What follows belongs to an exercise in optimizing a design on an open flow for small area, a short achievable clock period and few clock cycles per item; a production flow would make more cautious choices. Function was checked by simulation only, so behaviour that the tests miss may differ from the original. Power is estimated from default activity; no workload was simulated.

==> design.v <==
module div_sqrt (
    input  wire        clk,
    input  wire        rst,
    input  wire        in_valid,
    output wire        in_ready,
    input  wire        op,         
    input  wire [31:0] a,
    input  wire [31:0] b,
    input  wire [4:0]  s,
    output reg         out_valid,
    output reg  [31:0] result,
    output reg         sat
);
    localparam [1:0] S_IDLE = 2'd0, S_RUN = 2'd1, S_FIN = 2'd2;
    reg [1:0]  state;
    reg [5:0]  count;         
    reg        r_op;
    reg        r_neg;         
    reg        r_special;     
    reg [31:0] r_special_val;
    reg [63:0] nq;            
    reg [35:0] rem;           
    reg [31:0] den;           
    reg [31:0] root;          
    assign in_ready = (state == S_IDLE);
    wire accept = in_valid && in_ready;
    wire        a_neg = a[31];
    wire        b_neg = b[31];
    wire [31:0] a_mag = a_neg ? (~a + 32'd1) : a;
    wire [31:0] b_mag = b_neg ? (~b + 32'd1) : b;
    wire [63:0] n_mag = {32'd0, a_mag} << s;     
    wire [35:0] d_sh   = {rem[34:0], nq[62]};
    wire        d_ge   = (d_sh >= {4'd0, den});
    wire [35:0] d_next = d_ge ? (d_sh - {4'd0, den}) : d_sh;
    wire [35:0] q_sh    = {rem[33:0], nq[63:62]};
    wire [35:0] q_trial = {2'd0, root, 2'b01};
    wire        q_ge    = (q_sh >= q_trial);
    wire [35:0] q_next  = q_ge ? (q_sh - q_trial) : q_sh;
    wire [36:0] rem2     = {rem, 1'b0};
    wire        d_up     = (rem2 > {5'd0, den}) || ((rem2 == {5'd0, den}) && nq[0]);
    wire [63:0] d_mag    = {1'b0, nq[62:0]} + {63'd0, d_up};
    wire        d_sat    = r_neg ? (d_mag > 64'h0000_0000_8000_0000)
                                 : (d_mag > 64'h0000_0000_7FFF_FFFF);
    wire [31:0] d_res    = r_neg ? (~d_mag[31:0] + 32'd1) : d_mag[31:0];
    wire        s_up     = (rem > {4'd0, root});
    wire [32:0] s_root   = {1'b0, root} + {32'd0, s_up};
    wire        s_sat    = (s_root > 33'h0_7FFF_FFFF);
    always @(posedge clk) begin
        if (rst) begin
            state     <= S_IDLE;
            out_valid <= 1'b0;
        end else begin
            out_valid <= 1'b0;
            case (state)
                S_IDLE: begin
                    if (accept) begin
                        r_op <= op;
                        rem  <= 36'd0;
                        root <= 32'd0;
                        den  <= b_mag;
                        if (op == 1'b0) begin
                            r_neg         <= a_neg ^ b_neg;
                            r_special     <= (b == 32'd0);
                            r_special_val <= a_neg ? 32'h8000_0000 :
                                             (a == 32'd0) ? 32'h0000_0000 : 32'h7FFF_FFFF;
                            nq            <= n_mag;
                            count         <= 6'd62;
                        end else begin
                            r_neg         <= 1'b0;
                            r_special     <= a_neg;
                            r_special_val <= 32'h0000_0000;
                            nq            <= {32'd0, a} << s;
                            count         <= 6'd31;
                        end
                        state <= S_RUN;
                    end
                end
                S_RUN: begin
                    if (r_op == 1'b0) begin
                        rem <= d_next;
                        nq  <= {nq[62:0], d_ge};
                    end else begin
                        rem  <= q_next;
                        root <= {root[30:0], q_ge};
                        nq   <= {nq[61:0], 2'b00};
                    end
                    count <= count - 6'd1;
                    if (count == 6'd0)
                        state <= S_FIN;
                end
                default: begin
                    if (r_special) begin
                        result <= r_special_val;
                        sat    <= 1'b1;
                    end else if (r_op == 1'b0) begin
                        if (d_sat) begin
                            result <= r_neg ? 32'h8000_0000 : 32'h7FFF_FFFF;
                            sat    <= 1'b1;
                        end else begin
                            result <= d_res;
                            sat    <= 1'b0;
                        end
                    end else begin
                        if (s_sat) begin
                            result <= 32'h7FFF_FFFF;
                            sat    <= 1'b1;
                        end else begin
                            result <= s_root[31:0];
                            sat    <= 1'b0;
                        end
                    end
                    out_valid <= 1'b1;
                    state     <= S_IDLE;
                end
            endcase
        end
    end
endmodule
==> run.sh <==
#!/bin/bash
# synth_recipe.tcl (not shown) runs the flow's synth.tcl, then flattens the netlist and writes it again
# the make line also repeats each setting of config.mk as NAME=value (left out here)
make -C /OpenROAD-flow-scripts/flow DESIGN_CONFIG=/design/flow/config.mk WORK_HOME=/design/flow/orfs CLKGATE_MAP_FILE= SYNTH_SCRIPT=/design/flow/synth_recipe.tcl finish
==> config.mk <==
export PLATFORM = sky130hd
export DESIGN_NAME = div_sqrt
export DESIGN_NICKNAME = div_sqrt
export VERILOG_FILES = /design/flow/design.v
export SDC_FILE = /design/flow/constraint.sdc
export NUM_CORES = 4
export LEC_CHECK = 0
export CAP_MARGIN = 20
export CORE_MARGIN = 2
export CORE_UTILIZATION = 40
export SLEW_MARGIN = 20
==> constraint.sdc <==
create_clock -name core_clock -period 7.0 [get_ports {clk}]
set_input_delay 1.4000 -clock core_clock [delete_from_list [all_inputs] [get_ports {clk}]]
set_output_delay 1.4000 -clock core_clock [all_outputs]
set_load 0.01 [all_outputs]
==> results.yml <==
critical_path:
  worst_ep_required_time_ns: 7.27
  setup.worst_path.end_class: "flop"
  r2r_setup_slack_ns: 0.45
  path_class: "flop to flop"
  start_kind: "flop"
  cp_max_fo: 9
  crit_start: "rem[0]"
  arrival_ns: 6.83
  r2r_start: "rem[0]"
timing:
  setup_tns_ns: 0
  fin_crit_ns: 6.550
  slew-limit-headroom_pct: 24.80
  tightestPinTransition_ns: 1.118
  finClkSkew_ns: 0.01588
  post-route-period-util_pct: 93.57
  final-hold-violation-count: 0
  setup_viol: 0
  slew_violations: 0
  max_freq_mhz: 152.7
  rsz0062_at_grt: "no"
synthesis:
  netlist_instances: 2447
  synth_edf_count: 208
  synthArstFlopShare_pct: 0
  synth_top_area_share_pct: 30.36
  ys_ff_latch: 211
  synth_area_leaders: "edfxtp_1 (30%), xnor2_1 (6.2%), mux2i_1 (5.0%)"
  synth_ff_type: "edfxtp_1"
  yosysSeqAreaShare_pct: 30.65
  avgSynthCellArea_um2: 8.408
  synth_area_um2: 20570
  synth_fp_nets: 2597
  yosys.area.top_type: "edfxtp_1"
  yosysWarnings: 1
  synth_cell_types: 97
  synth.most_common_cell: "nand2_1"
  synth_common_cells: "nand2_1 (215), edfxtp_1 (208), nor2_1 (180)"
routing:
  drc: 0
  drt_iter0_markers: 2207
  totalWireLength_mm: 68.32
  wl_met1_mm: 32.68
  drt_first_pass_iters: 6
  top_layer: "met4"
  wl_met3_mm: 5.171
  vias_per_cell: 6.139
  wl_met2_mm: 28.84
  route.antenna.remaining_nets: 0
  num_vias: 19420
  avgRoutedWirePerCell_um: 21.60
layout:
  register_area_um2: 6306
  fillCellCount: 5080
  multi_input_area_um2: 13200
  fin_nets: 2614
  final_cell_count_no_fill: 3163
  n_antenna_cell: 0
  drive_above_1_share_pct: 6.605
  area_growth_pct: 12.18
  fin_util_pct: 45.17
cts:
  numCtsBuffers: 26
  postCtsSetupBuffers: 0
  root_buffer: "clkbuf_16"
  clk_pin_slew_worst_paths_ns: 0.06
  hold_buffers: 0
  cts_max_path_buffers: 3
  cts-resized-gates: 0
  cts-htree-levels: 1
  cts_tree: "built"
  worstSkewPairLatency_ns: 0.56
  cts.sinks: 211
floorplanning:
  rows: 83
  boundaryPins: 108
  die_w_um: 230.8
  chipHeight_um: 230.8
  start_util_pct: 40.27
  core_um2: 51090
  die_area_um2: 53260
global_routing:
  grt_max_degree: 71
  grt_pass1_wl_mm: 105.4
  grt_antenna_before_repair: 0
  grt.total_usage_pct: 24.90
  grt_overflow: 0
  grt_pass1_vias: 17830
place:
  gp_congestion: 0.9268
  dp.cells: 3114
  port_buffers: 107
  dp_hpwl_mm: 52.70
power:
  p_per_area_nw_per_um2: 200.8
  ir_drop_uv: 168.6
  power.leakage_nw: 8.605
worst_hold_path:
  hp-start: "count[5]"
  hp-class: "flop to flop"
status:
  status: "no timing/DRC/antenna violations"
job:
  drv_cap: 0
[path summary, 6_finish.rpt]
| path | end | depth (start not counted) |
|---|---|---|
| setup reg to reg | result[30] | 23 |
| hold reg to reg | state[1] | 2 |
| setup / recovery | result[30] | 23 |
| hold / removal | state[1] | 2 |
[flip-flops by register name, indices dropped and copies added, names as in the netlist]
name / count
root: 32
count: 6
nq: 64
state: 2
r_special_val: 2
rem: 36
den: 32
r_special: 1
out_valid: 1
r_neg: 1
r_op: 1
result: 32
sat: 1
[cell families (layout without fill, tap and decap cells)]
family                     Yosys count  in the layout  share of synthesized area (%)
muxes                              139            139                          7.261
xor gates and xnor gates           198            198                          8.429
buffers and inverters              282            318                          5.400
DFF                                211            211                          30.65
and+or+nand+nor                    816            816                          20.11
adders and majority gates           77             77                          4.719
AOI/OAI and AO/OA                  724            724                          23.43
[final cells by class]
type                       instances  share of cell area [%]
clock buffer                      35                   3.058
tap                              680                   3.686
sequential                       211                   27.32
inverter                         129                   2.098
multi-input combinational       1954                   57.19
timing repair buffer             142                   5.822
clock inverter                    12                  0.8240
[critical path: stages (launching register included)]
cell and delay (ns):
edfxtp_1 0.46, ha_1 0.35, nor2b_1 0.16, o21a_1 0.14
o21a_1 0.10, o21ai_0 0.08, a2111oi_1 0.49, nor2_1 0.09
a31oi_1 0.23, o21bai_1 0.13, a21o_1 0.19, nand3_1 0.24
ha_1 0.28, ha_2 0.30, and4_1 0.25, nand3_1 0.22
nor3_1 0.44, mux2_2 0.38, o31ai_1 0.34, and4b_1 0.31
a31oi_2 0.21, or4b_1 0.53, a221oi_1 0.25, o21ai_1 0.08
[report_power, final]
part	leakage, nW	internal, W	switching (W)
Combinational	6.17	0.000586	0.000919
Clock	0.436	0.000889	0.000562
Sequential	2.00	0.00152	0.000157
Total	8.61	0.00300	0.00164
[per-layer routing]
| metal | global-route usage [%] | up-vias |
|---|---|---|
| met4 | 6.653 | 0 |
| li1 | - | 9263 |
| met1 | 38.12 | 9264 |
| met5 | 0 | - |
| met3 | 2.656 | 78 |
| met2 | 36.84 | 813 |
[stage by stage]
stage               power, W  instance area, um2  worst slack, ns  hold slack, ns
floorplan           0.002703               20580            1.042          0.4992
global placement    0.003154               22150           0.6241          0.5634
detailed placement  0.003162               22150           0.3066          0.5667
CTS                 0.004620               23050           0.3096          0.5796
global route        0.004849               23080          0.02173          0.5909
finish              0.004634               23080           0.4498          0.5777
[cells in the final DEF (no fill, tap or decap), types with 17 or more instances in the layout]
cell,Yosys,layout
nand2_1,215,215
edfxtp_1,208,208
nor2_1,180,180
a21oi_1,174,174
o21ai_0,152,151
xnor2_1,145,145
inv_1,126,126
clkdlybuf4s50_1,0,104
mux2i_1,102,102
nand3_1,80,80
ha_1,76,75
nor3_1,70,69
a21o_1,58,58
xor2_1,53,53
nand4_1,47,47
a31oi_1,43,43
and3_1,39,39
a211oi_1,34,34
buf_4,3,33
mux2_2,32,32
nor4_1,30,30
o22ai_1,28,28
clkbuf_16,0,27
o211ai_1,24,24
and2_1,23,23
a22oi_1,21,21
nor2b_1,22,20
o21a_1,19,19
or4_1,17,17
Testbench counts, summed over its fixed seeds: cycles 137,470, items 2,400.

## afterwards: timing with drivers on the ports
The results above use ideal ports. As a check the final layout listed here was re-extracted and re-timed, cells and wires unchanged. Step 1 sets driving cells, clkbuf_16 on the clock port and buf_2 on the other inputs (assumed; they add their load-dependent delay and slew). Step 2 also shifts input and output timing later by t, the mid clock arrival at the registers, as if the neighbouring blocks saw the same clock. a / b / c = no drivers / after step 1 / after step 2; a / b = the first two.
shift t [ns]: 0.613
setup WS [ns]: 0.450 / 0.450 / 0.450
latest minus earliest clock arrival (ns): 0.016 / 0.016
After both steps this run still meets setup and hold. For this run, drivers alone change the setup slack by 0.000 ns; drivers and shift together by 0.000 ns.
